This design comes from an exercise in tuning for small area, a short achievable clock period and few clock cycles per item on the open sky130 flow, not from production work.
RTL that was checked went through simulation tests only; none was proved equivalent to the original.
Only the layout flow was run in runs 2 to 5; the RTL was not checked for function there.

===== design/flow/design.v =====
module sb_xor  (input wire a, input wire b, output wire y); assign y = a ^ b;    endmodule
module sb_xnor (input wire a, input wire b, output wire y); assign y = ~(a ^ b); endmodule
module sb_nand (input wire a, input wire b, output wire y); assign y = ~(a & b); endmodule
module sb_nandb (input wire a, input wire b_n, output wire y); assign y = ~(a & ~b_n); endmodule
module aes_sbox (
  input  wire [7:0] a,
  output wire [7:0] y
);
  wire U0 = a[7], U1 = a[6], U2 = a[5], U3 = a[4];
  wire U4 = a[3], U5 = a[2], U6 = a[1], U7 = a[0];
  wire T1, T2, T3, T4, T5, T6, T7, T8, T9, T10, T11, T12, T13, T14, T15, T16, T17, T18, T19, T20, T21, T22, T23, T24, T25, T26, T27, n_M1, n_M2, M3, n_M4, M5, n_M6, n_M7, M8, n_M9, M10, n_M11, n_M12, M13, n_M14, M15, M16, M17, M18, M19, M20, M21, M22, M23, M24, n_M25, M26, M27, M28, n_M29, n_M30, n_M31, n_M32, M33, n_M34, n_M35, M36, M37, M38, M39, M40, M41, M42, M43, M44, M45, n_M46, n_M47, n_M48, n_M49, n_M50, n_M51, n_M52, n_M53, n_M54, n_M55, n_M56, n_M57, n_M58, n_M59, n_M60, n_M61, n_M62, n_M63, L0, L1, L2, L3, L4, L5, L6, L7, L8, L9, L10, L11, L12, L13, L14, L15, L16, L17, L18, L19, L20, L21, L22, L23, L24, L25, L26, L27, L28, L29;
  wire S0, S1, S2, S3, S4, S5, S6, S7;
  sb_xor g0 (.a(U0), .b(U3), .y(T1));
  sb_xor g1 (.a(U0), .b(U5), .y(T2));
  sb_xor g2 (.a(U0), .b(U6), .y(T3));
  sb_xor g3 (.a(U3), .b(U5), .y(T4));
  sb_xor g4 (.a(U4), .b(U6), .y(T5));
  sb_xor g5 (.a(T1), .b(T5), .y(T6));
  sb_xor g6 (.a(U1), .b(U2), .y(T7));
  sb_xor g7 (.a(U7), .b(T6), .y(T8));
  sb_xor g8 (.a(U7), .b(T7), .y(T9));
  sb_xor g9 (.a(T6), .b(T7), .y(T10));
  sb_xor g10 (.a(U1), .b(U5), .y(T11));
  sb_xor g11 (.a(U2), .b(U5), .y(T12));
  sb_xor g12 (.a(T3), .b(T4), .y(T13));
  sb_xor g13 (.a(T6), .b(T11), .y(T14));
  sb_xor g14 (.a(T5), .b(T11), .y(T15));
  sb_xor g15 (.a(T5), .b(T12), .y(T16));
  sb_xor g16 (.a(T9), .b(T16), .y(T17));
  sb_xor g17 (.a(U3), .b(U7), .y(T18));
  sb_xor g18 (.a(T7), .b(T18), .y(T19));
  sb_xor g19 (.a(T1), .b(T19), .y(T20));
  sb_xor g20 (.a(U6), .b(U7), .y(T21));
  sb_xor g21 (.a(T7), .b(T21), .y(T22));
  sb_xor g22 (.a(T2), .b(T22), .y(T23));
  sb_xor g23 (.a(T2), .b(T10), .y(T24));
  sb_xor g24 (.a(T20), .b(T17), .y(T25));
  sb_xor g25 (.a(T3), .b(T16), .y(T26));
  sb_xor g26 (.a(T1), .b(T12), .y(T27));
  sb_nand g27 (.a(T13), .b(T6), .y(n_M1));
  sb_nand g28 (.a(T23), .b(T8), .y(n_M2));
  sb_xnor g29 (.a(T14), .b(n_M1), .y(M3));
  sb_nand g30 (.a(T19), .b(U7), .y(n_M4));
  sb_xor g31 (.a(n_M4), .b(n_M1), .y(M5));
  sb_nand g32 (.a(T3), .b(T16), .y(n_M6));
  sb_nand g33 (.a(T22), .b(T9), .y(n_M7));
  sb_xnor g34 (.a(T26), .b(n_M6), .y(M8));
  sb_nand g35 (.a(T20), .b(T17), .y(n_M9));
  sb_xor g36 (.a(n_M9), .b(n_M6), .y(M10));
  sb_nand g37 (.a(T1), .b(T15), .y(n_M11));
  sb_nand g38 (.a(T4), .b(T27), .y(n_M12));
  sb_xor g39 (.a(n_M12), .b(n_M11), .y(M13));
  sb_nand g40 (.a(T2), .b(T10), .y(n_M14));
  sb_xor g41 (.a(n_M14), .b(n_M11), .y(M15));
  sb_xnor g42 (.a(M3), .b(n_M2), .y(M16));
  sb_xor g43 (.a(M5), .b(T24), .y(M17));
  sb_xnor g44 (.a(M8), .b(n_M7), .y(M18));
  sb_xor g45 (.a(M10), .b(M15), .y(M19));
  sb_xor g46 (.a(M16), .b(M13), .y(M20));
  sb_xor g47 (.a(M17), .b(M15), .y(M21));
  sb_xor g48 (.a(M18), .b(M13), .y(M22));
  sb_xor g49 (.a(M19), .b(T25), .y(M23));
  sb_xor g50 (.a(M22), .b(M23), .y(M24));
  sb_nand g51 (.a(M22), .b(M20), .y(n_M25));
  sb_xnor g52 (.a(M21), .b(n_M25), .y(M26));
  sb_xor g53 (.a(M20), .b(M21), .y(M27));
  sb_xnor g54 (.a(M23), .b(n_M25), .y(M28));
  sb_nand g55 (.a(M28), .b(M27), .y(n_M29));
  sb_nand g56 (.a(M26), .b(M24), .y(n_M30));
  sb_nand g57 (.a(M20), .b(M23), .y(n_M31));
  sb_nandb g58 (.a(M27), .b_n(n_M31), .y(n_M32));
  sb_xnor g59 (.a(M27), .b(n_M25), .y(M33));
  sb_nand g60 (.a(M21), .b(M22), .y(n_M34));
  sb_nandb g61 (.a(M24), .b_n(n_M34), .y(n_M35));
  sb_xnor g62 (.a(M24), .b(n_M25), .y(M36));
  sb_xnor g63 (.a(M21), .b(n_M29), .y(M37));
  sb_xnor g64 (.a(n_M32), .b(M33), .y(M38));
  sb_xnor g65 (.a(M23), .b(n_M30), .y(M39));
  sb_xnor g66 (.a(n_M35), .b(M36), .y(M40));
  sb_xor g67 (.a(M38), .b(M40), .y(M41));
  sb_xor g68 (.a(M37), .b(M39), .y(M42));
  sb_xor g69 (.a(M37), .b(M38), .y(M43));
  sb_xor g70 (.a(M39), .b(M40), .y(M44));
  sb_xor g71 (.a(M42), .b(M41), .y(M45));
  sb_nand g72 (.a(M44), .b(T6), .y(n_M46));
  sb_nand g73 (.a(M40), .b(T8), .y(n_M47));
  sb_nand g74 (.a(M39), .b(U7), .y(n_M48));
  sb_nand g75 (.a(M43), .b(T16), .y(n_M49));
  sb_nand g76 (.a(M38), .b(T9), .y(n_M50));
  sb_nand g77 (.a(M37), .b(T17), .y(n_M51));
  sb_nand g78 (.a(M42), .b(T15), .y(n_M52));
  sb_nand g79 (.a(M45), .b(T27), .y(n_M53));
  sb_nand g80 (.a(M41), .b(T10), .y(n_M54));
  sb_nand g81 (.a(M44), .b(T13), .y(n_M55));
  sb_nand g82 (.a(M40), .b(T23), .y(n_M56));
  sb_nand g83 (.a(M39), .b(T19), .y(n_M57));
  sb_nand g84 (.a(M43), .b(T3), .y(n_M58));
  sb_nand g85 (.a(M38), .b(T22), .y(n_M59));
  sb_nand g86 (.a(M37), .b(T20), .y(n_M60));
  sb_nand g87 (.a(M42), .b(T1), .y(n_M61));
  sb_nand g88 (.a(M45), .b(T4), .y(n_M62));
  sb_nand g89 (.a(M41), .b(T2), .y(n_M63));
  sb_xor g90 (.a(n_M61), .b(n_M62), .y(L0));
  sb_xor g91 (.a(n_M50), .b(n_M56), .y(L1));
  sb_xor g92 (.a(n_M46), .b(n_M48), .y(L2));
  sb_xor g93 (.a(n_M47), .b(n_M55), .y(L3));
  sb_xor g94 (.a(n_M54), .b(n_M58), .y(L4));
  sb_xor g95 (.a(n_M49), .b(n_M61), .y(L5));
  sb_xnor g96 (.a(n_M62), .b(L5), .y(L6));
  sb_xnor g97 (.a(n_M46), .b(L3), .y(L7));
  sb_xor g98 (.a(n_M51), .b(n_M59), .y(L8));
  sb_xor g99 (.a(n_M52), .b(n_M53), .y(L9));
  sb_xnor g100 (.a(n_M53), .b(L4), .y(L10));
  sb_xnor g101 (.a(n_M60), .b(L2), .y(L11));
  sb_xor g102 (.a(n_M48), .b(n_M51), .y(L12));
  sb_xnor g103 (.a(n_M50), .b(L0), .y(L13));
  sb_xor g104 (.a(n_M52), .b(n_M61), .y(L14));
  sb_xnor g105 (.a(n_M55), .b(L1), .y(L15));
  sb_xnor g106 (.a(n_M56), .b(L0), .y(L16));
  sb_xnor g107 (.a(n_M57), .b(L1), .y(L17));
  sb_xnor g108 (.a(n_M58), .b(L8), .y(L18));
  sb_xnor g109 (.a(n_M63), .b(L4), .y(L19));
  sb_xor g110 (.a(L0), .b(L1), .y(L20));
  sb_xor g111 (.a(L1), .b(L7), .y(L21));
  sb_xor g112 (.a(L3), .b(L12), .y(L22));
  sb_xor g113 (.a(L18), .b(L2), .y(L23));
  sb_xor g114 (.a(L15), .b(L9), .y(L24));
  sb_xor g115 (.a(L6), .b(L10), .y(L25));
  sb_xor g116 (.a(L7), .b(L9), .y(L26));
  sb_xor g117 (.a(L8), .b(L10), .y(L27));
  sb_xor g118 (.a(L11), .b(L14), .y(L28));
  sb_xor g119 (.a(L11), .b(L17), .y(L29));
  sb_xor g120 (.a(L6), .b(L24), .y(S0));
  sb_xnor g121 (.a(L16), .b(L26), .y(S1));
  sb_xnor g122 (.a(L19), .b(L28), .y(S2));
  sb_xor g123 (.a(L6), .b(L21), .y(S3));
  sb_xor g124 (.a(L20), .b(L22), .y(S4));
  sb_xor g125 (.a(L25), .b(L29), .y(S5));
  sb_xnor g126 (.a(L13), .b(L27), .y(S6));
  sb_xnor g127 (.a(L6), .b(L23), .y(S7));
  assign y = {S0, S1, S2, S3, S4, S5, S6, S7};
endmodule
module aes_round (
  input  wire [127:0] st,
  input  wire [127:0] rk,
  input  wire [7:0]   rcon,
  output wire [127:0] sr,
  output wire [127:0] mc,
  output wire [127:0] next_rk
);
  wire [31:0] w0 = rk[127:96];
  wire [31:0] w1 = rk[95:64];
  wire [31:0] w2 = rk[63:32];
  wire [31:0] w3 = rk[31:0];
  wire [31:0] sw;                        
  aes_sbox ks0 (.a(w3[23:16]), .y(sw[31:24]));
  aes_sbox ks1 (.a(w3[15:8]),  .y(sw[23:16]));
  aes_sbox ks2 (.a(w3[7:0]),   .y(sw[15:8]));
  aes_sbox ks3 (.a(w3[31:24]), .y(sw[7:0]));
  wire [31:0] swc = sw ^ {rcon, 24'h0};
  wire [31:0] p1  = w0 ^ w1;
  wire [31:0] p3  = p1 ^ (w2 ^ w3);
  wire [31:0] n0  = w0 ^ swc;
  wire [31:0] n1  = p1 ^ swc;
  wire [31:0] n2  = (p1 ^ w2) ^ swc;
  wire [31:0] n3  = p3 ^ swc;
  assign next_rk = {n0, n1, n2, n3};
  wire [7:0] sb [0:15];
  genvar i, j;
  generate
    for (i = 0; i < 16; i = i + 1) begin : g_sub
      aes_sbox sbx (.a(st[127 - 8*i -: 8]), .y(sb[i]));
      assign sr[127 - 8*i -: 8] = sb[(i % 4) + 4 * (((i / 4) + (i % 4)) % 4)];
    end
  endgenerate
  genvar k, b;
  generate
    for (i = 0; i < 4; i = i + 1) begin : g_mix
      wire [31:0] a = sr[127 - 32*i -: 32];
      wire [31:0] d;                           
      wire [31:0] t;                           
      wire [31:0] x;                           
      wire [31:0] o;                           
      for (k = 0; k < 4; k = k + 1) begin : g_byte
        for (b = 0; b < 8; b = b + 1) begin : g_bit
          sb_xor xd (.a(a[8*(3-k) + b]), .b(a[8*(3-(k+1)%4) + b]), .y(d[8*(3-k) + b]));
          sb_xor xt (.a(a[8*(3-(k+1)%4) + b]), .b(d[8*(3-(k+2)%4) + b]), .y(t[8*(3-k) + b]));
          if (b == 0) begin : g_x0
            assign x[8*(3-k)] = d[8*(3-k) + 7];
          end else if (b == 1 || b == 3 || b == 4) begin : g_xr
            sb_xor xr (.a(d[8*(3-k) + b - 1]), .b(d[8*(3-k) + 7]), .y(x[8*(3-k) + b]));
          end else begin : g_xs
            assign x[8*(3-k) + b] = d[8*(3-k) + b - 1];
          end
          sb_xor xo (.a(x[8*(3-k) + b]), .b(t[8*(3-k) + b]), .y(o[8*(3-k) + b]));
        end
      end
      assign mc[127 - 32*i -: 32] = o;
    end
  endgenerate
endmodule
module kx_sel (
  input  wire [127:0] v,
  input  wire         s0,      
  input  wire         s1,      
  input  wire         s2,      
  output wire [127:0] y
);
  wire [127:0] d1 = {v[126:0], 1'b0} ^ (v[127] ? 128'h87 : 128'h0);
  wire [127:0] d2 = {d1[126:0], 1'b0} ^ (d1[127] ? 128'h87 : 128'h0);
  assign y = ({128{s0}} & v) | ({128{s1}} & d1) | ({128{s2}} & d2);
endmodule
module st_next (
  input  wire         g,
  input  wire [127:0] m,
  input  wire [127:0] r,
  input  wire [127:0] q,
  output wire [127:0] y
);
  wire [127:0] f, nm;
  genvar i;
  generate
    for (i = 0; i < 128; i = i + 1) begin : g_bit
      sb_xor  xf (.a(r[i]), .b(q[i]), .y(f[i]));
      sb_nand gm (.a(g), .b(m[i]), .y(nm[i]));
      sb_xnor xy (.a(nm[i]), .b(f[i]), .y(y[i]));
    end
  endgenerate
endmodule
module sx_tag_engine (
  input  wire         clk,
  input  wire         rst,         
  input  wire         start,
  output wire         ready,
  input  wire [127:0] key,
  input  wire [63:0]  uid,
  input  wire [15:0]  acmd,
  input  wire [31:0]  acnt,
  input  wire [15:0]  alen,
  input  wire [63:0]  atag,
  input  wire         in_valid,
  output wire         in_ready,
  input  wire [15:0]  in_data,
  output reg          done,
  output wire [63:0]  tag,
  output reg          match
);
  localparam [1:0] P_IDLE = 2'd0,    
                   P_MSG  = 2'd1,    
                   P_L    = 2'd2,    
                   P_FIN  = 2'd3;    
  reg  [1:0]   ph;
  reg  [127:0] st;         
  reg  [127:0] rk;         
  reg  [127:0] blk;        
  reg  [3:0]   rnd;        
  reg          last;       
  reg  [15:0]  wrem;       
  reg          wz;         
  reg  [2:0]   wpos;       
  reg          bfull;      
  reg  [7:0] rcon;
  always @(*) begin
    case (rnd)
      4'd1:    rcon = 8'h01;
      4'd2:    rcon = 8'h02;
      4'd3:    rcon = 8'h04;
      4'd4:    rcon = 8'h08;
      4'd5:    rcon = 8'h10;
      4'd6:    rcon = 8'h20;
      4'd7:    rcon = 8'h40;
      4'd8:    rcon = 8'h80;
      4'd9:    rcon = 8'h1b;
      default: rcon = 8'h36;
    endcase
  end
  wire [127:0] sr, mc, nrk;
  aes_round u_round (.st(st), .rk(rk), .rcon(rcon), .sr(sr), .mc(mc), .next_rk(nrk));
  wire [127:0] rn = sr ^ nrk;              
  wire [127:0] hdr  = {uid, acmd, acnt, alen};
  wire         full = (alen[3:0] == 4'd0);   
  wire [127:0] mask = full ? {128{1'b1}} : ~({128{1'b1}} >> (8 * alen[3:0]));
  wire [127:0] pad  = full ? 128'd0 : ({8'h80, 120'd0} >> (8 * alen[3:0]));
  wire   idle     = (ph == P_IDLE);
  wire   go       = idle && start;
  wire   alen0    = (alen == 16'd0);
  assign ready    = idle;
  assign in_ready = !idle && !wz && !bfull;
  wire   take     = in_valid && in_ready;
  wire   adv      = !idle && (!last || ph != P_MSG || bfull);
  wire   lastmsg  = last && ph == P_MSG;
  wire   lastl    = last && ph == P_L;
  wire   hold     = !idle && !adv;
  wire   use_mc   = adv && !last;
  wire   use_rn   = adv && last && (ph == P_FIN || (ph == P_MSG && !wz));
  wire   use_k1   = adv && lastl && full;
  wire   use_k2   = adv && lastl && !full;
  wire   use_k    = go || (adv && (lastmsg || lastl));
  wire   use_b    = adv && ((lastmsg && !wz) || (lastl && !alen0));
  wire   use_h    = (go && !alen0) || (adv && lastl && alen0);
  wire [127:0] rk_term, sr_term, st_d;
  kx_sel u_kr (.v(nrk), .s0(use_mc || use_rn), .s1(use_k1), .s2(use_k2), .y(rk_term));
  kx_sel u_ks (.v(sr),  .s0(use_rn),           .s1(use_k1), .s2(use_k2), .y(sr_term));
  wire [127:0] early = ({128{use_k}} & key)
                     ^ (({128{use_b}} & blk) | ({128{use_h}} & hdr) | ({128{hold}} & st));
  wire [127:0] q = sr_term ^ early;
  st_next u_next (.g(use_mc), .m(mc), .r(rk_term), .q(q), .y(st_d));
  assign tag = st[127:64];
  always @(posedge clk) begin
    if (rst) begin
      ph   <= P_IDLE;
      done <= 1'b0;
    end else begin
      done <= 1'b0;
      if (go) begin
        rnd   <= 4'd1;
        last  <= 1'b0;
        wrem  <= {1'b0, alen[15:1]} + {15'd0, alen[0]};
        wz    <= alen0;
        wpos  <= 3'd0;
        bfull <= 1'b0;
        ph    <= alen0 ? P_L : P_MSG;
      end else if (adv) begin
        rnd  <= last ? 4'd1 : rnd + 4'd1;
        last <= (rnd == 4'd9);
        if (last) begin
          case (ph)
            P_MSG: begin
              bfull <= 1'b0;
              if (wz) ph <= P_L;
            end
            P_L:   ph <= P_FIN;
            default: begin              
              match <= (rn[127:64] == atag);
              done  <= 1'b1;
              ph    <= P_IDLE;
            end
          endcase
        end
      end
      if (take) begin
        wpos <= wpos + 3'd1;
        wrem <= wrem - 16'd1;
        wz   <= (wrem == 16'd1);
        if (wpos == 3'd7 || wrem == 16'd1) bfull <= 1'b1;
      end
    end
  end
  always @(posedge clk) begin
    st <= st_d;
    if (go || adv)
      rk <= (go || last) ? key : nrk;
    if (take)
      blk[127 - 16*wpos -: 16] <= {in_data[7:0], in_data[15:8]};
    else if (adv && lastmsg && wz)
      blk <= (blk & mask) ^ pad ^ rn;
  end
endmodule

===== design/flow/run.sh =====
#!/bin/bash
# synth_recipe.tcl (not shown) runs the flow's synth.tcl, then flattens the netlist and writes it again
# the make line also repeats each setting of config.mk as NAME=value (left out here)
make -C /OpenROAD-flow-scripts/flow DESIGN_CONFIG=/design/flow/config.mk WORK_HOME=/design/flow/orfs CLKGATE_MAP_FILE= SYNTH_SCRIPT=/design/flow/synth_recipe.tcl finish

===== design/flow/config.mk =====
export PLATFORM = sky130hd
export DESIGN_NAME = sx_tag_engine
export DESIGN_NICKNAME = sx_tag_engine
export VERILOG_FILES = /design/flow/design.v
export SDC_FILE = /design/flow/constraint.sdc
export NUM_CORES = 8
export LEC_CHECK = 0
export CAP_MARGIN = 20
export CORE_MARGIN = 2
export CORE_UTILIZATION = 25
export PLACE_DENSITY = 0.45
export SLEW_MARGIN = 20
export SYNTH_HIERARCHICAL = 1
export SYNTH_MINIMUM_KEEP_SIZE = 0

===== design/flow/constraint.sdc =====
create_clock -name core_clock -period 8.0 [get_ports {clk}]
set_input_delay 1.6000 -clock core_clock [delete_from_list [all_inputs] [get_ports {clk}]]
set_output_delay 1.6000 -clock core_clock [all_outputs]
set_load 0.01 [all_outputs]

==> impl_metrics.py, run 1 <==
metrics = {
    "outcome": {
        "outcome": "timing/DRC/antenna clean",
    },
    "critical_path": {
        "critical-path-max-stage-delay_ns": 0.75,
        "r2r_cells": 22,
        "r2r-end": "match",
        "path_depth": 22,
        "crit_path_top_delay_cell": "xor3_2",
        "rrSetupSlack_ns": 0.37,
        "cell_class_contributing_the_biggest_share_of_worst_path_delay": "XOR/XNOR gates",
        "worstPathMaxFanout": 6,
        "path_cells": "xor2_1, xor2_1, buf_4, xor2_1, nand2_1, xor2_1, xor2_1, xor2_1, xnor2_1, xnor2_1, xor2_1, xor2_1, nand2_1, xor2_1, xnor2_1, xnor2_1, xor3_2, xnor2_1, xnor2_1, nor4_1, nand4_1, nor4_1",
        "required_ns": 8.51,
        "worstSetupStartpointType": "flip-flop",
        "cp-end-kind": "flip-flop",
        "crit_path_frequent_cell": "xor2_1",
        "critical_path.n_buffers_inverters": 1,
        "startpoint": "rk[1]",
        "type_of_the_worst_setup_path": "reg -> reg",
        "arrival_ns": 8.14,
        "start_of_the_worst_register_to_register_path": "rk[1]",
        "setup_crit_end": "match",
    },
    "global_route": {
        "grt_max_degree": 133,
        "total_congestion_overflow_after_global_routing": 0,
        "grt_pass1_wl_mm": 429.8,
        "antenna_found_initial": 11,
        "first_global_vias": 52194,
        "grt_util_all_layers_pct": 24.99,
    },
    "routing": {
        "avgRoutedWirePerCell_um": 29.99,
        "route.vias.total": 54716,
        "detail-route-antenna-nets": 0,
        "met2_length_mm": 134.0,
        "first_pass_iters": 14,
        "met3RoutedLength_mm": 30.33,
        "detail_route.wirelength.met1_mm": 133.8,
        "drt-vias-per-instance": 5.167,
        "route.top_layer_used": "met5",
        "drt_drc_violations_left": 0,
        "drtIter0Drc": 8516,
        "postRouteWirelength_mm": 317.6,
    },
    "sta": {
        "tightest_slew_ns": 1.258,
        "layout_worst_path_cycle_share_pct": 95.32,
        "slew_headroom_pct": 15.52,
        "timing.final.ws_setup_ns": 0.3743,
        "hold_violations": 0,
        "fmax_ghz": 0.1311,
        "final-setup-viol-count": 0,
        "clock-skew-final_ns": 0.03107,
        "grt_setup_unrepaired": "false",
        "setup_tns_ns": 0,
        "timing_max_transition_violations_final": 0,
        "post-route-min-period_ns": 7.626,
    },
    "floorplanning": {
        "row_count": 179,
        "initial_utilization_pct": 25.09,
        "placeableCoreArea_um2": 237400,
        "fp.dieArea_um2": 242200,
        "io_pins": 408,
        "die_height_um": 492.2,
        "overall_die_width_um": 492.2,
    },
    "placement": {
        "io_buffer_count": 407,
        "post-dp-hpwl_mm": 252.2,
        "gp_congestion": 0.9750,
        "dp_slack_ns": 0.4377,
    },
    "synth": {
        "yosysMostFrequentCell": "xor2_1",
        "yosys.cell_types.count": 66,
        "yosys.area.top_type": "xor2_1",
        "synth_ff_type": "edfxtp_1",
        "synth_top_cells_by_area": "xor2_1 31%, xnor2_1 17%, edfxtp_1 14%",
        "ys_ff_latch": 422,
        "yosys_synthesis_warning_count": 8,
        "synth_largest_type_area_fraction_pct": 30.87,
        "synth_top_cells_by_count": "2100 x xor2_1, 1424 x nand2_1, 1177 x xnor2_1, 283 x edfxtp_1, 272 x inv_1",
        "synthesis.instances": 7105,
        "syn_std_cell_area_um2": 59570,
        "ys_seq_area_share_pct": 18.94,
        "synth_edf_count": 283,
        "postSynthNetCount": 7476,
        "synth_async_sr_flop_share_pct": 0,
        "synthesis.area_per_instance_um2": 8.385,
    },
    "cells_and_area": {
        "n_fill_cell": 25507,
        "syn2layout_area_growth_pct": 16.46,
        "multi_input_comb_area_um2": 44650,
        "drive_gt1_share_pct": 6.704,
        "nNetsFinal": 7733,
        "layout.area.seq_um2": 11280,
        "fraction_of_the_core_area_covered_by_cells_at_the_end_of_the_flow_pct": 29.22,
    },
    "clock_tree": {
        "clk_pin_slew_worst_paths_ns": 0.06,
        "max-clock-path-buffers": 3,
        "clock_insertion_delay_at_the_later_pin_of_the_skew_report_ns": 0.72,
        "cts_htree_levels": 2,
        "master_cell_of_the_clock_root_buffer": "clkbuf_16",
        "clock_sink_count": 422,
        "clock_tree_from_tritoncts": "built",
        "cts_buffers": 60,
    },
    "worst_hold_path": {
        "holdCritPathClass": "reg -> reg",
        "hold_path_depth": 2,
    },
    "flow_run": {
        "timing.max_cap.violations": 0,
    },
}
[placed cells by master, fill, tap and decap left out, drive strengths merged, types with 5 or more instances in the layout]
master / count
xor2: 2124
nand2: 1424
xnor2: 1177
clkdlybuf4s50: 405
buf: 290
edfxtp: 283
inv: 278
a222oi: 260
a221oi: 193
dfxtp: 139
a32o: 114
o21ai: 106
a21oi: 105
clkbuf: 83
nand2b: 46
a22oi: 37
nor2: 36
ha: 31
nand3: 30
nor2b: 28
nor4: 25
xor3: 24
and3: 24
and2: 21
clkinv: 17
mux2i: 15
nor3: 12
diode: 10
a22o: 9
nand4: 9
o221ai: 7
bufinv: 7
a31oi: 5
[through the flow]
stage               instance area (µm²)  hold WS (ns)  std cells
detailed placement                67250        0.5760      10466
floorplan                         59570        0.5311       7105
CTS                               69290        0.5828      10579
finish                            69380        0.5885      10590
global route                      69350        0.6092      10580
global placement                  67220        0.5588      10464
[repair_timing]
action                                  4_1_cts  5_1_grt
setup buffers                                 0        0
gates resized for setup                       0        4
hold buffers                                  0        0
endpoints found under the setup margin        0        2
[flip-flops by register name, indices dropped and copies added (netlist names)]
register and flops:
rk 128, wpos 3, rcon 8, match 1, last 1, rnd 4
st 128, bfull 1, ph 2, wz 1, done 1, blk 128
wrem 16
[layer usage]
layer | vias up | GRT usage [%]
met5 | - | 0
met4 | 8 | 13.19
met3 | 538 | 4.882
met2 | 3324 | 37.23
met1 | 26810 | 33.90
li1 | 24036 | -
[worst min-delay path by stage]
stage	from	endpoint	slack, ns
after floorplan	ph[1]	ph[1]	0.53
after global placement	ph[1]	ph[1]	0.56
after detailed placement	ph[1]	ph[1]	0.58
after CTS	ph[1]	ph[1]	0.58
after global routing	ph[1]	ph[1]	0.61
final	ph[1]	ph[1]	0.59
[per-module statistics from Yosys (local to each module, per instance), a selection]
module | flops+latches | cells
aes_sbox | 0 | 8
sb_nandb | 0 | 1
aes_round | 0 | 152
sx_tag_engine | 422 | 2801
sb_nand | 0 | 1
kx_sel | 0 | 308
sb_xor | 0 | 1
sb_xnor | 0 | 1
[final cells by class]
cell class / instances / share of cell area [%]
multi-input combinational: 5907 / 64.36
clock buffer: 82 / 2.444
sequential: 422 / 16.26
antenna: 10 / 0.03607
inverter: 275 / 1.488
tap: 3167 / 5.712
timing repair buffer: 696 / 9.208
clock inverter: 31 / 0.4941
[worst min-delay path, delay by kind of cell, from the launching register on]
family | cells | cell delay [ns]
flip-flops | 1 | 0.35
AO/OA/AOI/OAI | 2 | 0.18
[logic make-up after synthesis]
kind of cell | share of synthesized area, %
AO/OA/AOI/OAI | 11.97
XOR/XNOR | 49.92
adder cells (fa/ha/maj) | 0.6679
buffers and inverters | 6.826
flip-flops | 18.94
multiplexers | 0.2709
AND/OR/NAND/NOR | 11.41
Testbench counts, summed over its fixed seeds: cycles 13,264, items 256.
==> run 2, diff against run 1 <==
--- a/design/flow/design.v
+++ b/design/flow/design.v
@@ -147,6 +147,9 @@
   output wire [127:0] sr,
   output wire [127:0] mc,
-  output wire [127:0] next_rk
+  output wire [127:0] next_rk,
+  output wire [127:0] kp,        
+  output wire [31:0]  ksw        
 );
+  genvar i, j;
   wire [31:0] w0 = rk[127:96];
   wire [31:0] w1 = rk[95:64];
@@ -158,14 +161,16 @@
   aes_sbox ks2 (.a(w3[7:0]),   .y(sw[15:8]));
   aes_sbox ks3 (.a(w3[31:24]), .y(sw[7:0]));
-  wire [31:0] swc = sw ^ {rcon, 24'h0};
-  wire [31:0] p1  = w0 ^ w1;
-  wire [31:0] p3  = p1 ^ (w2 ^ w3);
-  wire [31:0] n0  = w0 ^ swc;
-  wire [31:0] n1  = p1 ^ swc;
-  wire [31:0] n2  = (p1 ^ w2) ^ swc;
-  wire [31:0] n3  = p3 ^ swc;
-  assign next_rk = {n0, n1, n2, n3};
+  wire [31:0] p0  = w0 ^ {rcon, 24'h0};
+  wire [31:0] p1  = p0 ^ w1;
+  wire [31:0] p2  = p0 ^ (w1 ^ w2);
+  wire [31:0] p3  = (p0 ^ w1) ^ (w2 ^ w3);
+  assign kp = {p0, p1, p2, p3};
+  assign ksw = sw;
+  generate
+    for (i = 0; i < 128; i = i + 1) begin : g_ks
+      sb_xor xk (.a(kp[i]), .b(sw[i % 32]), .y(next_rk[i]));
+    end
+  endgenerate
   wire [7:0] sb [0:15];
-  genvar i, j;
   generate
     for (i = 0; i < 16; i = i + 1) begin : g_sub
@@ -275,6 +280,8 @@
     endcase
   end
-  wire [127:0] sr, mc, nrk;
-  aes_round u_round (.st(st), .rk(rk), .rcon(rcon), .sr(sr), .mc(mc), .next_rk(nrk));
+  wire [127:0] sr, mc, nrk, kp;
+  wire [31:0]  ksw;
+  aes_round u_round (.st(st), .rk(rk), .rcon(rcon), .sr(sr), .mc(mc), .next_rk(nrk),
+                     .kp(kp), .ksw(ksw));
   wire [127:0] rn = sr ^ nrk;              
   wire [127:0] hdr  = {uid, acmd, acnt, alen};
@@ -307,4 +314,14 @@
   st_next u_next (.g(use_mc), .m(mc), .r(rk_term), .q(q), .y(st_d));
   assign tag = st[127:64];
+  wire [63:0] pa = kp[127:64] ^ atag;
+  wire [63:0] m1, m2;
+  genvar i;
+  generate
+    for (i = 0; i < 64; i = i + 1) begin : g_eq
+      sb_xor  xm (.a(sr[64 + i]), .b(ksw[i % 32]), .y(m1[i]));
+      sb_xnor xe (.a(m1[i]), .b(pa[i]), .y(m2[i]));
+    end
+  endgenerate
+  wire eq = &m2;
   always @(posedge clk) begin
     if (rst) begin
@@ -332,5 +349,5 @@
             P_L:   ph <= P_FIN;
             default: begin              
-              match <= (rn[127:64] == atag);
+              match <= eq;
               done  <= 1'b1;
               ph    <= P_IDLE;
@@ -349,6 +366,6 @@
   always @(posedge clk) begin
     st <= st_d;
-    if (go || adv)
-      rk <= (go || last) ? key : nrk;
+    rk <= ({128{go || (adv && last)}} & key) | ({128{adv && !last}} & nrk)
+        | ({128{hold}} & rk);
     if (take)
       blk[127 - 16*wpos -: 16] <= {in_data[7:0], in_data[15:8]};
==> impl_metrics.py, run 2 <==
metrics = {
    "outcome": {
        "outcome": "timing/DRC/antenna clean",
    },
    "floorplanning": {
        "die_height_um": 502.7,
        "io_pins": 408,
        "initial_utilization_pct": 25.07,
        "overall_die_width_um": 502.7,
        "row_count": 183,
        "fp.dieArea_um2": 252700,
        "placeableCoreArea_um2": 248000,
    },
    "cells_and_area": {
        "fraction_of_the_core_area_covered_by_cells_at_the_end_of_the_flow_pct": 29.08,
        "nNetsFinal": 8086,
        "biggestRegsByFlops": "blk x128, rk x128, st x128",
        "layout.cells.most_common": "xor2_1",
        "drive_gt1_share_pct": 7.582,
        "n_fill_cell": 26444,
        "final_standard_cell_area_without_fillers_um2": 72110,
        "syn2layout_area_growth_pct": 15.98,
        "layout.cells.most_common_list": "2213 x xor2_1, 1242 x xnor2_1, 1176 x nand2_1",
    },
    "sta": {
        "fin_worst_hold_slack_ns": 0.4873,
        "slew_headroom_pct": 14.35,
        "final-setup-viol-count": 0,
        "setup_tns_ns": 0,
        "clock-skew-final_ns": 0.06733,
        "tightest_slew_ns": 1.278,
        "fmax_ghz": 0.1314,
        "grt_setup_unrepaired": "false",
        "timing_max_transition_violations_final": 0,
        "hold_violations": 0,
        "post-route-min-period_ns": 7.612,
        "layout_worst_path_cycle_share_pct": 95.14,
    },
    "routing": {
        "drtIter0Drc": 8041,
        "drt-vias-per-instance": 5.080,
        "drt_drc_violations_left": 0,
        "detail-route-antenna-nets": 0,
        "first_pass_iters": 17,
        "route.vias.total": 56441,
        "postRouteWirelength_mm": 325.8,
        "avgRoutedWirePerCell_um": 29.32,
    },
    "global_route": {
        "antenna_found_initial": 27,
        "grt_max_degree": 134,
        "first_global_vias": 54982,
        "total_congestion_overflow_after_global_routing": 0,
        "grt_pass1_wl_mm": 441.9,
        "grt_util_all_layers_pct": 24.71,
    },
    "clock_tree": {
        "master_cell_of_the_clock_root_buffer": "clkbuf_16",
        "clock_tree_from_tritoncts": "built",
        "clk_pin_slew_worst_paths_ns": 0.07,
        "cts_htree_levels": 2,
        "clock_insertion_delay_at_the_later_pin_of_the_skew_report_ns": 0.76,
        "max-clock-path-buffers": 3,
        "hold_buffers": 0,
        "cts_buffers": 61,
        "clock_sink_count": 422,
    },
    "placement": {
        "gp_congestion": 0.9631,
        "io_buffer_count": 407,
        "post-dp-hpwl_mm": 255.9,
        "dpl-instance-area_um2": 69980,
    },
    "synth": {
        "synth_edf_count": 155,
        "ys_ff_latch": 422,
        "synth_async_sr_flop_share_pct": 0,
        "synth_top_cells_by_count": "2224 x xor2_1, 1253 x xnor2_1, 1177 x nand2_1, 537 x inv_1, 388 x a222oi_1",
        "synth_top_cells_by_area": "xor2_1 31%, xnor2_1 18%, dfxtp_1 8.6%",
        "yosys.cell_types.count": 75,
        "yosys.area.top_type": "xor2_1",
        "synth_largest_type_area_fraction_pct": 31.33,
        "yosys_synthesis_warning_count": 8,
        "postSynthNetCount": 7841,
        "synthesis.area_per_instance_um2": 8.321,
        "synth_ff_type": "dfxtp_1",
        "synthesis.instances": 7471,
        "syn_std_cell_area_um2": 62170,
        "ys_seq_area_share_pct": 16.08,
        "yosysMostFrequentCell": "xor2_1",
    },
    "critical_path": {
        "worstSetupStartpointType": "flip-flop",
        "arrival_ns": 8.24,
        "cp-end-kind": "flip-flop",
        "type_of_the_worst_setup_path": "reg -> reg",
        "worstPathMaxFanout": 5,
        "required_ns": 8.63,
    },
    "worst_hold_path": {
        "holdCritPathClass": "reg -> reg",
    },
    "flow_run": {
        "timing.max_cap.violations": 0,
    },
}
[run 2: cell types whose count changed after synthesis, sizes merged, moves of 32 or more]
cell    change
edfxtp    -128
a21oi      -34
nand2     -247
mux2i      +34
dfxtp     +128
a32o      -112
a222oi    +128
inv       +265
xnor2      +76
o31ai     +114
xnor3      +32
xor2      +108
a221oi     -55
[run 2: area by class of cell]
| cell class | count | area (µm²) | share of cell area [%] |
|---|---|---|---|
| antenna | 13 | 32.53 | 0.04512 |
| sequential | 422 | 10000 | 13.87 |
| inverter | 541 | 2046 | 2.837 |
| multi-input combinational | 5970 | 47190 | 65.45 |
| clock buffer | 86 | 1742 | 2.415 |
| tap | 3330 | 4167 | 5.778 |
| clock inverter | 29 | 316.6 | 0.4390 |
| timing repair buffer | 720 | 6610 | 9.167 |
[run 2: logic make-up (layout without fill, tap and decap cells)]
| kind of cell | Yosys count | in the layout | synth area share [%] |
|---|---|---|---|
| flops | 422 | 422 | 16.08 |
| fa+ha+maj | 31 | 31 | 0.6199 |
| xor+xnor | 3519 | 3519 | 50.42 |
| compound gates | 955 | 955 | 13.95 |
| buf+inv | 1079 | 1376 | 8.690 |
| mux | 51 | 51 | 0.8251 |
| other cells | 0 | 13 | 0 |
| simple gates | 1414 | 1414 | 9.403 |
[run 2: repair_timing]
| action | in CTS | in global routing |
|---|---|---|
| gates resized for setup | 0 | 1 |
| endpoints found under the setup margin | 0 | 1 |
| hold endpoints to repair | 0 | 0 |
| setup buffers | 0 | 0 |
[run 2: worst paths after layout]
check          from     end  slack (ns)  depth (start not counted)
min          rk[65]  rk[65]        0.49                          2
max          rk[28]   match        0.39                         23
max reg2reg  rk[28]   match        0.39                         23
min reg2reg  rk[65]  rk[65]        0.49                          2
[run 2: per-stage QoR]
stage	setup slack (ns)	cells
floorplan	1.762	7471
global placement	0.3185	10979
detailed placement	0.4471	10982
CTS	0.3695	11097
global route	0.09972	11105
finish	0.3884	11111
[run 2: routing by layer]
layer / global-route usage [%] / vias to the layer above / part of all wire, %
met5: 0 / - / 0.053
met4: 13.93 / 28 / 6.7
met3: 5.074 / 597 / 9.0
met2: 37.92 / 2939 / 43
met1: 32.07 / 27733 / 41
li1: - / 25144 / -
[run 2: critical path, stage by stage, from the launching register on]
cell     delay [ns]
dfxtp_1        0.46
xor2_1         0.52
xor2_1         0.47
xor2_1         0.39
nand2_1        0.12
xor2_1         0.26
xor2_1         0.20
xor2_1         0.40
xor2_1         0.31
xnor2_1        0.12
xnor2_1        0.42
xor2_1         0.25
nand2_1        0.16
xor2_1         0.22
xnor2_1        0.41
xor2_1         0.15
xnor2_1        0.86
buf_4          0.31
xor2_1         0.17
xnor2_1        0.16
nand4_1        0.14
nor4_1         0.61
buf_4          0.26
and4_1         0.17
[run 2: Yosys stat by module (local to each module, per instance), excerpt]
module | cells | copies in the design | flip-flops and latches
sb_nand | 1 | 768 | 0
kx_sel | 308 | 2 | 0
aes_round | 160 | 1 | 0
sb_xnor | 1 | 712 | 0
sx_tag_engine | 2903 | 1 | 422
sb_nandb | 1 | 40 | 0
aes_sbox | 8 | 20 | 0
sb_xor | 1 | 2112 | 0
==> run 3, diff against run 2 <==
--- a/design/flow/config.mk
+++ b/design/flow/config.mk
@@ -10,4 +10,5 @@
 export CORE_UTILIZATION = 25
 export PLACE_DENSITY = 0.45
+export SETUP_SLACK_MARGIN = 1.5
 export SLEW_MARGIN = 20
 export SYNTH_HIERARCHICAL = 1
==> impl_metrics.py, run 3 <==
metrics = {
    "placement": {
        "io_buffer_count": 407,
        "dp_slack_ns": 0.4471,
        "gp_congestion": 0.9631,
        "post-dp-hpwl_mm": 255.9,
    },
    "global_route": {
        "antenna_found_initial": 29,
        "grt_util_all_layers_pct": 24.78,
        "total_congestion_overflow_after_global_routing": 0,
        "first_global_vias": 55238,
        "grt_pass1_wl_mm": 442.9,
        "grt_max_degree": 134,
    },
    "synth": {
        "syn_std_cell_area_um2": 62170,
        "synth_top_cells_by_area": "xor2_1 31%, xnor2_1 18%, dfxtp_1 8.6%",
        "synth_top_cells_by_count": "2224 x xor2_1, 1253 x xnor2_1, 1177 x nand2_1, 537 x inv_1, 388 x a222oi_1",
        "synthesis.instances": 7471,
        "yosys.area.top_type": "xor2_1",
        "synth_largest_type_area_fraction_pct": 31.33,
        "ys_seq_area_share_pct": 16.08,
        "yosys_synthesis_warning_count": 8,
        "synthesis.area_per_instance_um2": 8.321,
        "synth_ff_type": "dfxtp_1",
        "yosys.cell_types.count": 75,
        "ys_ff_latch": 422,
        "synth_async_sr_flop_share_pct": 0,
        "yosysMostFrequentCell": "xor2_1",
        "postSynthNetCount": 7841,
        "synth_edf_count": 155,
    },
    "clock_tree": {
        "master_cell_of_the_clock_root_buffer": "clkbuf_16",
        "hold_buffers": 0,
        "max-clock-path-buffers": 3,
        "cts_htree_levels": 2,
        "clock_tree_from_tritoncts": "built",
        "clock_sink_count": 422,
        "clock_insertion_delay_at_the_later_pin_of_the_skew_report_ns": 0.76,
        "clk_pin_slew_worst_paths_ns": 0.07,
        "cts_buffers": 61,
    },
    "critical_path": {
        "cp-end-kind": "flip-flop",
        "path_depth": 22,
        "cell_class_contributing_the_biggest_share_of_worst_path_delay": "XOR/XNOR gates",
        "crit_path_top_delay_cell": "xor2_1",
        "path_cells": "xor2_2, xor2_1, xor2_1, nand2_1, xor2_1, xor2_1, xor2_2, xor2_1, nand2_1, xnor2_2, xor2_1, nand2_1, xor2_2, xnor2_4, buf_4, xnor2_2, buf_4, xor2_1, a222oi_1, inv_1, xor2_1, xnor2_1",
        "critical-path-max-stage-delay_ns": 0.63,
        "worstPathMaxFanout": 5,
        "rrSetupSlack_ns": 1.68,
        "critical_path.n_buffers_inverters": 3,
        "r2r_cells": 22,
        "required_ns": 8.64,
        "worstSetupStartpointType": "flip-flop",
        "type_of_the_worst_setup_path": "reg -> reg",
        "arrival_ns": 6.96,
        "crit_path_frequent_cell": "xor2_1",
    },
    "sta": {
        "fin_worst_hold_slack_ns": 0.4866,
        "final-setup-viol-count": 0,
        "layout_worst_path_cycle_share_pct": 79.03,
        "tightest_slew_ns": 1.190,
        "grt_setup_unrepaired": "true",
        "clock-skew-final_ns": 0.06878,
        "timing_max_transition_violations_final": 0,
        "slew_headroom_pct": 20.51,
        "timing.final.ws_setup_ns": 1.678,
        "hold_violations": 0,
        "fmax_ghz": 0.1582,
        "setup_tns_ns": 0,
        "post-route-min-period_ns": 6.322,
    },
    "routing": {
        "drt-vias-per-instance": 5.081,
        "first_pass_iters": 12,
        "detail-route-antenna-nets": 0,
        "avgRoutedWirePerCell_um": 29.37,
        "drt_drc_violations_left": 0,
        "postRouteWirelength_mm": 328.1,
        "route.vias.total": 56765,
        "drtIter0Drc": 8148,
    },
    "floorplanning": {
        "fp.dieArea_um2": 252700,
        "placeableCoreArea_um2": 248000,
        "die_height_um": 502.7,
        "overall_die_width_um": 502.7,
        "io_pins": 408,
        "initial_utilization_pct": 25.07,
        "row_count": 183,
    },
    "flow_run": {
        "timing.max_cap.violations": 0,
    },
    "cells_and_area": {
        "drive_gt1_share_pct": 13.90,
        "layout.cells.most_common_list": "1928 x xor2_1, 1175 x nand2_1, 1150 x xnor2_1",
        "fraction_of_the_core_area_covered_by_cells_at_the_end_of_the_flow_pct": 30.84,
        "biggestRegsByFlops": "blk x128, rk x128, st x128",
        "layout.cells.most_common": "xor2_1",
        "syn2layout_area_growth_pct": 22.99,
        "n_fill_cell": 26069,
        "nNetsFinal": 8133,
    },
    "worst_hold_path": {
        "holdCritPathClass": "reg -> reg",
        "hold_path_depth": 2,
    },
    "outcome": {
        "outcome": "timing/DRC/antenna clean",
    },
}
==> run 3: cell families (layout without fill, tap and decap cells) <==
kind of cell    count (synthesis)  count (layout)  share of synthesized area [%]
flops                         422             422                          16.08
simple gates                 1414            1414                          9.403
mux                            51              51                         0.8251
xor+xnor                     3519            3519                          50.42
fa+ha+maj                      31              31                         0.6199
buf+inv                      1079            1423                          8.690
other cells                     0              26                              0
compound gates                955             955                          13.95
==> run 3: modules after synthesis (local to each module, per instance), a selection <==
module | cells | area (µm²) | times used
sx_tag_engine | 2903 | 27110 | 1
kx_sel | 308 | 2122 | 2
aes_round | 160 | 1752 | 1
aes_sbox | 8 | 60.06 | 20
sb_xnor | 1 | 8.758 | 712
sb_xor | 1 | 8.758 | 2112
sb_nandb | 1 | 6.256 | 40
sb_nand | 1 | 3.754 | 768
==> run 3: worst reg2reg max path: stages, from the launching register on <==
cell and delay, ns:
dfxtp_1 0.45, xor2_2 0.34, xor2_1 0.32, xor2_1 0.31
nand2_1 0.11, xor2_1 0.16, xor2_1 0.24, xor2_2 0.31
xor2_1 0.30, nand2_1 0.14, xnor2_2 0.29, xor2_1 0.29
nand2_1 0.24, xor2_2 0.33, xnor2_4 0.14, buf_4 0.16
xnor2_2 0.50, buf_4 0.28, xor2_1 0.63, a222oi_1 0.27
inv_1 0.12, xor2_1 0.21, xnor2_1 0.09
==> run 3: area by class of cell <==
type | instances | area (µm²) | share of cell area, %
Sequential cell | 422 | 10090 | 13.20
Clock buffer | 86 | 1742 | 2.278
Tap cell | 3330 | 4167 | 5.449
Timing Repair Buffer | 767 | 7029 | 9.193
Clock inverter | 29 | 316.6 | 0.4140
Inverter | 541 | 2046 | 2.675
Antenna cell | 26 | 65.06 | 0.08509
Multi-Input combinational cell | 5970 | 51010 | 66.71
==> run 3: path summary, 6_finish.rpt <==
kind                 end   start
setup / recovery  st[96]  rk[29]
hold / removal    rk[65]  rk[65]
setup reg to reg  st[96]  rk[29]
hold reg to reg   rk[65]  rk[65]
==> run 3: metal layers <==
layer / share of wire, % / up-vias / track usage (%)
li1: - / 25029 / -
met1: 41 / 28009 / 32.08
met2: 43 / 3055 / 38.07
met3: 9.0 / 646 / 5.206
met4: 6.5 / 26 / 13.95
met5: 0.049 / - / 0
==> run 3: timing repair <==
action / CTS / global route
buffers inserted: 5 / 42
pin swaps: 8 / 47
resized for setup: 168 / 373
setup endpoints to repair: 235 / 251
==> run 3: per-stage QoR <==
step | instance area (µm²) | std cells
2_1_floorplan | 62170 | 7471
3_3_place_gp | 69890 | 10979
3_5_place_dp | 69980 | 10982
4_1_cts | 73350 | 11102
5_1_grt | 76420 | 11152
6_report | 76460 | 11171
==> run 4, diff against run 3 <==
--- a/design/flow/config.mk
+++ b/design/flow/config.mk
@@ -8,7 +8,6 @@
 export CAP_MARGIN = 20
 export CORE_MARGIN = 2
-export CORE_UTILIZATION = 25
-export PLACE_DENSITY = 0.45
-export SETUP_SLACK_MARGIN = 1.5
+export CORE_UTILIZATION = 50
+export PLACE_DENSITY = 0.65
 export SLEW_MARGIN = 20
 export SYNTH_HIERARCHICAL = 1
==> impl_metrics.py, run 4 <==
metrics = {
    "placement": {
        "dp.cells": 9225,
        "post-dp-hpwl_mm": 219.4,
        "dpl-instance-area_um2": 67290,
        "gp_congestion": 1.038,
        "dp_slack_ns": 0.9269,
        "io_buffer_count": 407,
    },
    "sta": {
        "timing.final.ws_setup_ns": 0.5406,
        "tightest_slew_ns": 1.349,
        "hold_violations": 0,
        "grt_setup_unrepaired": "false",
        "timing_max_transition_violations_final": 0,
        "clock-skew-final_ns": 0.03602,
        "setup_tns_ns": 0,
        "post-route-min-period_ns": 7.459,
        "fin_worst_hold_slack_ns": 0.4966,
        "layout_worst_path_cycle_share_pct": 93.24,
        "slew_headroom_pct": 9.864,
        "final-setup-viol-count": 0,
        "fmax_ghz": 0.1341,
    },
    "cells_and_area": {
        "drive_gt1_share_pct": 6.670,
        "syn2layout_area_growth_pct": 11.33,
        "final_standard_cell_area_without_fillers_um2": 69210,
        "nNetsFinal": 8016,
        "layout.cells.most_common_list": "2217 x xor2_1, 1239 x xnor2_1, 1176 x nand2_1",
        "layout.cells.non_filler": 9355,
        "layout.cells.most_common": "xor2_1",
        "biggestRegsByFlops": "blk x128, rk x128, st x128",
    },
    "critical_path": {
        "critical_path.n_buffers_inverters": 1,
        "worstPathMaxFanout": 5,
        "arrival_ns": 7.87,
        "crit_path_top_delay_cell": "xor2_1",
        "worstSetupStartpointType": "flip-flop",
        "path_cells": "xor2_1, xor2_1, xor2_1, nand2_1, xor2_1, xor2_1, xor2_1, xor2_1, nand2_1, xnor2_1, xor2_1, nand2_1, xor2_1, xnor2_1, xor2_1, xor2_1, buf_4, xor2_1, xor2_1, o21ai_0, a221o_1",
        "crit_path_frequent_cell": "xor2_1",
        "cell_class_contributing_the_biggest_share_of_worst_path_delay": "XOR/XNOR gates",
        "type_of_the_worst_setup_path": "reg -> reg",
        "critical-path-max-stage-delay_ns": 0.68,
        "cp-end-kind": "flip-flop",
        "required_ns": 8.41,
    },
    "synth": {
        "ys_seq_area_share_pct": 16.08,
        "syn_std_cell_area_um2": 62170,
        "postSynthNetCount": 7841,
        "synth_largest_type_area_fraction_pct": 31.33,
        "yosys.area.top_type": "xor2_1",
        "synth_top_cells_by_count": "2224 x xor2_1, 1253 x xnor2_1, 1177 x nand2_1, 537 x inv_1, 388 x a222oi_1",
        "synth_edf_count": 155,
        "yosys_synthesis_warning_count": 8,
        "synthesis.instances": 7471,
        "yosysMostFrequentCell": "xor2_1",
        "synth_ff_type": "dfxtp_1",
        "synth_async_sr_flop_share_pct": 0,
        "synthesis.area_per_instance_um2": 8.321,
        "ys_ff_latch": 422,
        "synth_top_cells_by_area": "xor2_1 31%, xnor2_1 18%, dfxtp_1 8.6%",
        "yosys.cell_types.count": 75,
    },
    "global_route": {
        "antenna_found_initial": 15,
        "first_global_vias": 53830,
        "grt_util_all_layers_pct": 42.79,
        "grt_max_degree": 121,
        "total_congestion_overflow_after_global_routing": 0,
        "grt_pass1_wl_mm": 393.4,
    },
    "outcome": {
        "outcome": "timing/DRC/antenna clean",
    },
    "clock_tree": {
        "cts_htree_levels": 2,
        "max-clock-path-buffers": 3,
        "post-cts-setup-buffer-count": 0,
        "clock_insertion_delay_at_the_later_pin_of_the_skew_report_ns": 0.69,
        "master_cell_of_the_clock_root_buffer": "clkbuf_16",
        "clk_pin_slew_worst_paths_ns": 0.07,
        "cts_repair_resize_count": 0,
        "clock_sink_count": 422,
        "clock_tree_from_tritoncts": "built",
        "hold_buffers": 0,
        "cts_buffers": 55,
    },
    "floorplanning": {
        "initial_utilization_pct": 50.35,
        "die_height_um": 356.6,
        "io_pins": 408,
        "fp.dieArea_um2": 127200,
        "overall_die_width_um": 356.6,
        "row_count": 129,
        "placeableCoreArea_um2": 123500,
    },
    "routing": {
        "detail-route-antenna-nets": 0,
        "avgRoutedWirePerCell_um": 30.58,
        "drt-vias-per-instance": 6.191,
        "drt_drc_violations_left": 0,
        "drtIter0Drc": 10783,
        "route.vias.total": 57919,
        "first_pass_iters": 22,
        "postRouteWirelength_mm": 286.1,
    },
    "worst_hold_path": {
        "holdCritPathClass": "reg -> reg",
    },
    "flow_run": {
        "timing.max_cap.violations": 0,
    },
}
[run 4: metrics by stage]
step                util (%)
CTS                    55.99
finish                 56.06
global placement       54.47
detailed placement     54.49
floorplan                  -
global route           56.01
[run 4: path summary, 6_finish.rpt]
kind / end / startpoint / slack (ns) / cells after the start
max: blk[42] / rk[7] / 0.54 / 21
min: rk[60] / rk[60] / 0.50 / 2
max reg2reg: blk[42] / rk[7] / 0.54 / 21
min reg2reg: rk[60] / rk[60] / 0.50 / 2
[run 4: final cells by class]
type	count	area, µm²
fill	11607	54260
multi-input combinational	5970	47100
sequential	422	10000
timing repair buffer	656	6110
tap	1637	2048
inverter	541	2046
clock buffer	72	1530
clock inverter	30	310.3
antenna	27	67.56
[run 4: cell families (layout without fill, tap and decap cells)]
| kind of cell | Yosys count | count (layout) | share of synthesized area (%) |
|---|---|---|---|
| fa+ha+maj | 31 | 31 | 0.6199 |
| mux | 51 | 51 | 0.8251 |
| compound gates | 955 | 955 | 13.95 |
| flops | 422 | 422 | 16.08 |
| simple gates | 1414 | 1414 | 9.403 |
| buf+inv | 1079 | 1299 | 8.690 |
| other cells | 0 | 27 | 0 |
| xor+xnor | 3519 | 3519 | 50.42 |
[run 4: routing by layer]
layer	up-vias	global-route usage [%]	share of wire, %
met5	-	0	0.046
met4	10	25.46	7.1
met3	822	11.42	13
met2	4363	62.00	41
met1	27689	56.60	39
li1	25035	-	-
[run 4: Yosys stat by module, one instance, submodules excluded, a selection]
| module | cells | area [µm²] |
|---|---|---|
| aes_round | 160 | 1752 |
| aes_sbox | 8 | 60.06 |
| kx_sel | 308 | 2122 |
| sb_nand | 1 | 3.754 |
| sb_nandb | 1 | 6.256 |
| sb_xnor | 1 | 8.758 |
| sb_xor | 1 | 8.758 |
| sx_tag_engine | 2903 | 27110 |
[run 4: worst min-delay path, cell delays in order, from the launching register on]
cell and delay, ns:
dfxtp_1 0.35, a222oi_1 0.07, inv_1 0.05
==> run 5, diff against run 4 <==
--- a/design/flow/design.v
+++ b/design/flow/design.v
@@ -210,14 +210,14 @@
   input  wire         s1,      
   input  wire         s2,      
-  output wire [127:0] y
+  output wire [127:0] y_n
 );
   wire [127:0] d1 = {v[126:0], 1'b0} ^ (v[127] ? 128'h87 : 128'h0);
   wire [127:0] d2 = {d1[126:0], 1'b0} ^ (d1[127] ? 128'h87 : 128'h0);
-  assign y = ({128{s0}} & v) | ({128{s1}} & d1) | ({128{s2}} & d2);
+  assign y_n = ~(({128{s0}} & v) | ({128{s1}} & d1) | ({128{s2}} & d2));
 endmodule
 module st_next (
   input  wire         g,
   input  wire [127:0] m,
-  input  wire [127:0] r,
+  input  wire [127:0] r_n,
   input  wire [127:0] q,
   output wire [127:0] y
@@ -227,5 +227,5 @@
   generate
     for (i = 0; i < 128; i = i + 1) begin : g_bit
-      sb_xor  xf (.a(r[i]), .b(q[i]), .y(f[i]));
+      sb_xnor xf (.a(r_n[i]), .b(q[i]), .y(f[i]));
       sb_nand gm (.a(g), .b(m[i]), .y(nm[i]));
       sb_xnor xy (.a(nm[i]), .b(f[i]), .y(y[i]));
@@ -249,5 +249,5 @@
   output reg          done,
   output wire [63:0]  tag,
-  output reg          match
+  output wire         match
 );
   localparam [1:0] P_IDLE = 2'd0,    
@@ -284,5 +284,4 @@
   aes_round u_round (.st(st), .rk(rk), .rcon(rcon), .sr(sr), .mc(mc), .next_rk(nrk),
                      .kp(kp), .ksw(ksw));
-  wire [127:0] rn = sr ^ nrk;              
   wire [127:0] hdr  = {uid, acmd, acnt, alen};
   wire         full = (alen[3:0] == 4'd0);   
@@ -306,22 +305,23 @@
   wire   use_b    = adv && ((lastmsg && !wz) || (lastl && !alen0));
   wire   use_h    = (go && !alen0) || (adv && lastl && alen0);
-  wire [127:0] rk_term, sr_term, st_d;
-  kx_sel u_kr (.v(nrk), .s0(use_mc || use_rn), .s1(use_k1), .s2(use_k2), .y(rk_term));
-  kx_sel u_ks (.v(sr),  .s0(use_rn),           .s1(use_k1), .s2(use_k2), .y(sr_term));
+  wire [127:0] rk_term_n, sr_term_n, st_d;
+  kx_sel u_kr (.v(nrk), .s0(use_mc || use_rn), .s1(use_k1), .s2(use_k2), .y_n(rk_term_n));
+  kx_sel u_ks (.v(sr),  .s0(use_rn),           .s1(use_k1), .s2(use_k2), .y_n(sr_term_n));
   wire [127:0] early = ({128{use_k}} & key)
                      ^ (({128{use_b}} & blk) | ({128{use_h}} & hdr) | ({128{hold}} & st));
-  wire [127:0] q = sr_term ^ early;
-  st_next u_next (.g(use_mc), .m(mc), .r(rk_term), .q(q), .y(st_d));
+  wire [127:0] q = ~sr_term_n ^ early;
+  st_next u_next (.g(use_mc), .m(mc), .r_n(rk_term_n), .q(q), .y(st_d));
   assign tag = st[127:64];
-  wire [63:0] pa = kp[127:64] ^ atag;
-  wire [63:0] m1, m2;
+  reg  [7:0] mpart;
+  assign match = &mpart;
+  wire [127:0] blk_e = ph[1] ? 128'd0 : ((blk & mask) ^ pad);
+  wire [127:0] bx1, blk_x;
   genvar i;
   generate
-    for (i = 0; i < 64; i = i + 1) begin : g_eq
-      sb_xor  xm (.a(sr[64 + i]), .b(ksw[i % 32]), .y(m1[i]));
-      sb_xnor xe (.a(m1[i]), .b(pa[i]), .y(m2[i]));
+    for (i = 0; i < 128; i = i + 1) begin : g_bx
+      sb_xor xb1 (.a(sr[i]), .b(blk_e[i]), .y(bx1[i]));
+      sb_xor xb2 (.a(bx1[i]), .b(nrk[i]), .y(blk_x[i]));
     end
   endgenerate
-  wire eq = &m2;
   always @(posedge clk) begin
     if (rst) begin
@@ -349,5 +349,4 @@
             P_L:   ph <= P_FIN;
             default: begin              
-              match <= eq;
               done  <= 1'b1;
               ph    <= P_IDLE;
@@ -364,4 +363,5 @@
     end
   end
+  integer n;
   always @(posedge clk) begin
     st <= st_d;
@@ -371,5 +371,7 @@
       blk[127 - 16*wpos -: 16] <= {in_data[7:0], in_data[15:8]};
     else if (adv && lastmsg && wz)
-      blk <= (blk & mask) ^ pad ^ rn;
+      blk <= blk_x;
+    for (n = 0; n < 8; n = n + 1)
+      mpart[n] <= (blk_x[64 + 8*n +: 8] == atag[8*n +: 8]);
   end
 endmodule
==> design/flow/flow/run.sh (new file) <==
#!/bin/bash
# The standard layout (standard.sh), with one change: the port buffers that
# global placement adds are sky130_fd_sc_hd__buf_1 instead of the delay buffer
# buffer_ports picks by itself.  The whole output goes to standard.log here.
set -euo pipefail
export BUFFER_PORTS_ARGS="-buffer_cell sky130_fd_sc_hd__buf_1"
bash standard.sh > standard.log 2>&1
==> design/flow/standard.sh (new file) <==
#!/bin/bash
# synth_recipe.tcl (not shown) runs the flow's synth.tcl, then flattens the netlist and writes it again
# the make line also repeats each setting of config.mk as NAME=value (left out here)
make -C /OpenROAD-flow-scripts/flow DESIGN_CONFIG=/design/flow/config.mk WORK_HOME=/design/flow/orfs CLKGATE_MAP_FILE= SYNTH_SCRIPT=/design/flow/synth_recipe.tcl "${@:-finish}"
--- a/design/flow/config.mk
+++ b/design/flow/config.mk
@@ -8,6 +8,7 @@
 export CAP_MARGIN = 20
 export CORE_MARGIN = 2
-export CORE_UTILIZATION = 50
-export PLACE_DENSITY = 0.65
+export CORE_UTILIZATION = 30
+export PLACE_DENSITY = 0.5
+export SETUP_SLACK_MARGIN = 2.0
 export SLEW_MARGIN = 20
 export SYNTH_HIERARCHICAL = 1
removed: design/flow/run.sh
==> impl_metrics.py, run 5 <==
metrics = {
    "sta": {
        "hold_violations": 0,
        "slew_headroom_pct": 14.34,
        "clock-skew-final_ns": 0.02856,
        "tightest_slew_ns": 1.285,
        "layout_worst_path_cycle_share_pct": 74.43,
        "setup_tns_ns": 0,
        "fmax_ghz": 0.1680,
        "timing_max_transition_violations_final": 0,
        "final-setup-viol-count": 0,
        "post-route-min-period_ns": 5.954,
        "grt_setup_unrepaired": "true",
    },
    "clock_tree": {
        "cts_buffers": 60,
        "clk_pin_slew_worst_paths_ns": 0.07,
        "hold_buffers": 0,
        "master_cell_of_the_clock_root_buffer": "clkbuf_16",
        "clock_tree_from_tritoncts": "built",
        "clock_insertion_delay_at_the_later_pin_of_the_skew_report_ns": 0.71,
        "cts_htree_levels": 2,
        "max-clock-path-buffers": 3,
        "clock_sink_count": 429,
    },
    "critical_path": {
        "worstSetupStartpointType": "flip-flop",
        "worstPathMaxFanout": 6,
        "type_of_the_worst_setup_path": "reg -> reg",
        "crit_path_frequent_cell": "xor2_2",
        "required_ns": 8.62,
        "arrival_ns": 6.57,
        "path_cells": "xor2_4, xor2_4, xor2_2, nand2_1, xor2_2, xor2_2, xor2_2, xor2_2, nand2b_1, xnor2_2, xor2_2, xor2_1, nand2_1, xor2_2, xor2_2, xnor2_2, buf_4, xor3_2, a222oi_1, xor2_1, xnor2_1, xnor2_1, xnor2_1",
        "crit_path_top_delay_cell": "xor3_2",
        "critical-path-max-stage-delay_ns": 0.49,
        "cp-end-kind": "flip-flop",
    },
    "placement": {
        "io_buffer_count": 407,
        "post-dp-hpwl_mm": 231.7,
        "gp_congestion": 1.016,
    },
    "global_route": {
        "grt_util_all_layers_pct": 28.01,
        "total_congestion_overflow_after_global_routing": 0,
        "grt_pass1_wl_mm": 415.3,
        "antenna_found_initial": 41,
        "first_global_vias": 53957,
        "grt_max_degree": 173,
    },
    "cells_and_area": {
        "biggestRegsByFlops": "blk x128, rk x128, st x128",
        "nNetsFinal": 7861,
        "layout.cells.most_common": "xor2_1",
        "drive_gt1_share_pct": 21.95,
        "syn2layout_area_growth_pct": 26.88,
        "layout.cells.most_common_list": "1705 x xor2_1, 928 x nand2_1, 887 x xnor2_1",
    },
    "routing": {
        "drt-vias-per-instance": 5.538,
        "postRouteWirelength_mm": 305.3,
        "first_pass_iters": 13,
        "drt_drc_violations_left": 0,
        "avgRoutedWirePerCell_um": 29.78,
        "detail-route-antenna-nets": 0,
        "drtIter0Drc": 8196,
        "route.vias.total": 56771,
    },
    "floorplanning": {
        "overall_die_width_um": 454.6,
        "initial_utilization_pct": 30.14,
        "row_count": 165,
        "die_height_um": 454.6,
        "io_pins": 408,
        "fp.dieArea_um2": 206700,
        "placeableCoreArea_um2": 202100,
    },
    "flow_run": {
        "timing.max_cap.violations": 0,
    },
    "synth": {
        "synthesis.instances": 7114,
        "postSynthNetCount": 7485,
        "yosys_synthesis_warning_count": 8,
        "synthesis.area_per_instance_um2": 8.564,
        "syn_std_cell_area_um2": 60920,
    },
    "outcome": {
        "outcome": "timing/DRC/antenna clean",
    },
    "worst_hold_path": {
        "holdCritPathClass": "reg -> reg",
    },
}
==> run 5: what timing repair did <==
item,CTS,global route
pin swaps,67,176
resized for setup,530,629
setup buffers,79,134
setup endpoints to repair,383,286
==> run 5: area by class of cell <==
cell class | instances | area, µm²
timing repair buffer | 850 | 5389
fill | 20244 | 124800
tap | 2672 | 3343
multi-input combinational | 5973 | 55490
clock inverter | 32 | 285.3
clock buffer | 81 | 1672
inverter | 176 | 668.1
sequential | 429 | 10360
antenna | 39 | 97.59
==> run 5: metal layers <==
metal / GRT usage (%) / part of all wire [%] / wire length, µm / up-vias
met5: 0 / 0.043 / 130 / -
met1: 35.08 / 38 / 117300 / 28177
met3: 6.056 / 9.5 / 29110 / 807
met4: 20.74 / 8.4 / 25560 / 18
li1: - / - / - / 24471
met2: 42.13 / 44 / 133200 / 3298
==> run 5: worst max-delay path: cells and delay by family (launching register included) <==
family / cells / cell delay [ns]
xor+xnor: 18 / 4.52
compound gates: 1 / 0.31
buf+inv: 1 / 0.16
simple gates: 3 / 0.45
flops: 1 / 0.42
==> run 5: final timing paths <==
check / slack [ns] / cells after the start / endpoint / from
setup / recovery: 2.05 / 23 / st[2] / st[124]
setup reg to reg: 2.05 / 23 / st[2] / st[124]
hold / removal: 0.52 / 2 / rk[60] / rk[60]
hold reg to reg: 0.52 / 2 / rk[60] / rk[60]
==> run 5: per-stage QoR <==
stage	hold WS (ns)	setup WS, ns	cell area, µm²	cells	utilization [%]
2_1_floorplan	0.4782	2.182	60930	7114	-
3_3_place_gp	0.4940	0.7807	64920	9887	32.12
3_5_place_dp	0.5025	0.7279	64950	9887	32.13
4_1_cts	0.5170	1.945	71660	10079	35.45
5_1_grt	0.5377	1.708	77260	10235	38.22
6_report	0.5165	2.046	77300	10252	38.25

static timing again, ports no longer ideal:
Ports are ideal in the flow. The routed layouts listed here were re-timed in OpenROAD.
Step 1: set_driving_cell puts a clkbuf_16 on clk and a buf_2 on each other input, an assumption about the parent block.
Step 2 adds t to the input delays and takes it off the output delays; t is the mean of the earliest and latest rising clock arrival at the registers after step 1. Input paths then give back, and output paths get back, about the clock's delay inside the block.
a / b / c = ideal ports / drivers / drivers and shift; a / b = the first two.
run | t (ns) | slack for setup (ns) | hold slack, ns | pins driven straight from the clock port
run 1 | 0.788 | 0.374 / 0.374 / 0.374 | 0.588 / 0.588 / 0.588 | 1
run 2 | 0.815 | 0.388 / 0.388 / 0.388 | 0.487 / 0.487 / 0.487 | 1
run 3 | 0.816 | 1.678 / 1.678 / 1.179 | 0.487 / 0.487 / 0.487 | 1
run 4 | 0.749 | 0.541 / 0.541 / 0.541 | 0.497 / 0.497 / 0.497 | 1
run 5 | 0.782 | 2.046 / 2.046 / 2.016 | 0.516 / 0.516 / 0.516 | 1
After both steps every run listed still meets setup and hold. The setup slack of run 3, which loses most, moves by 0.000 ns with the drivers and by -0.499 ns with both steps.
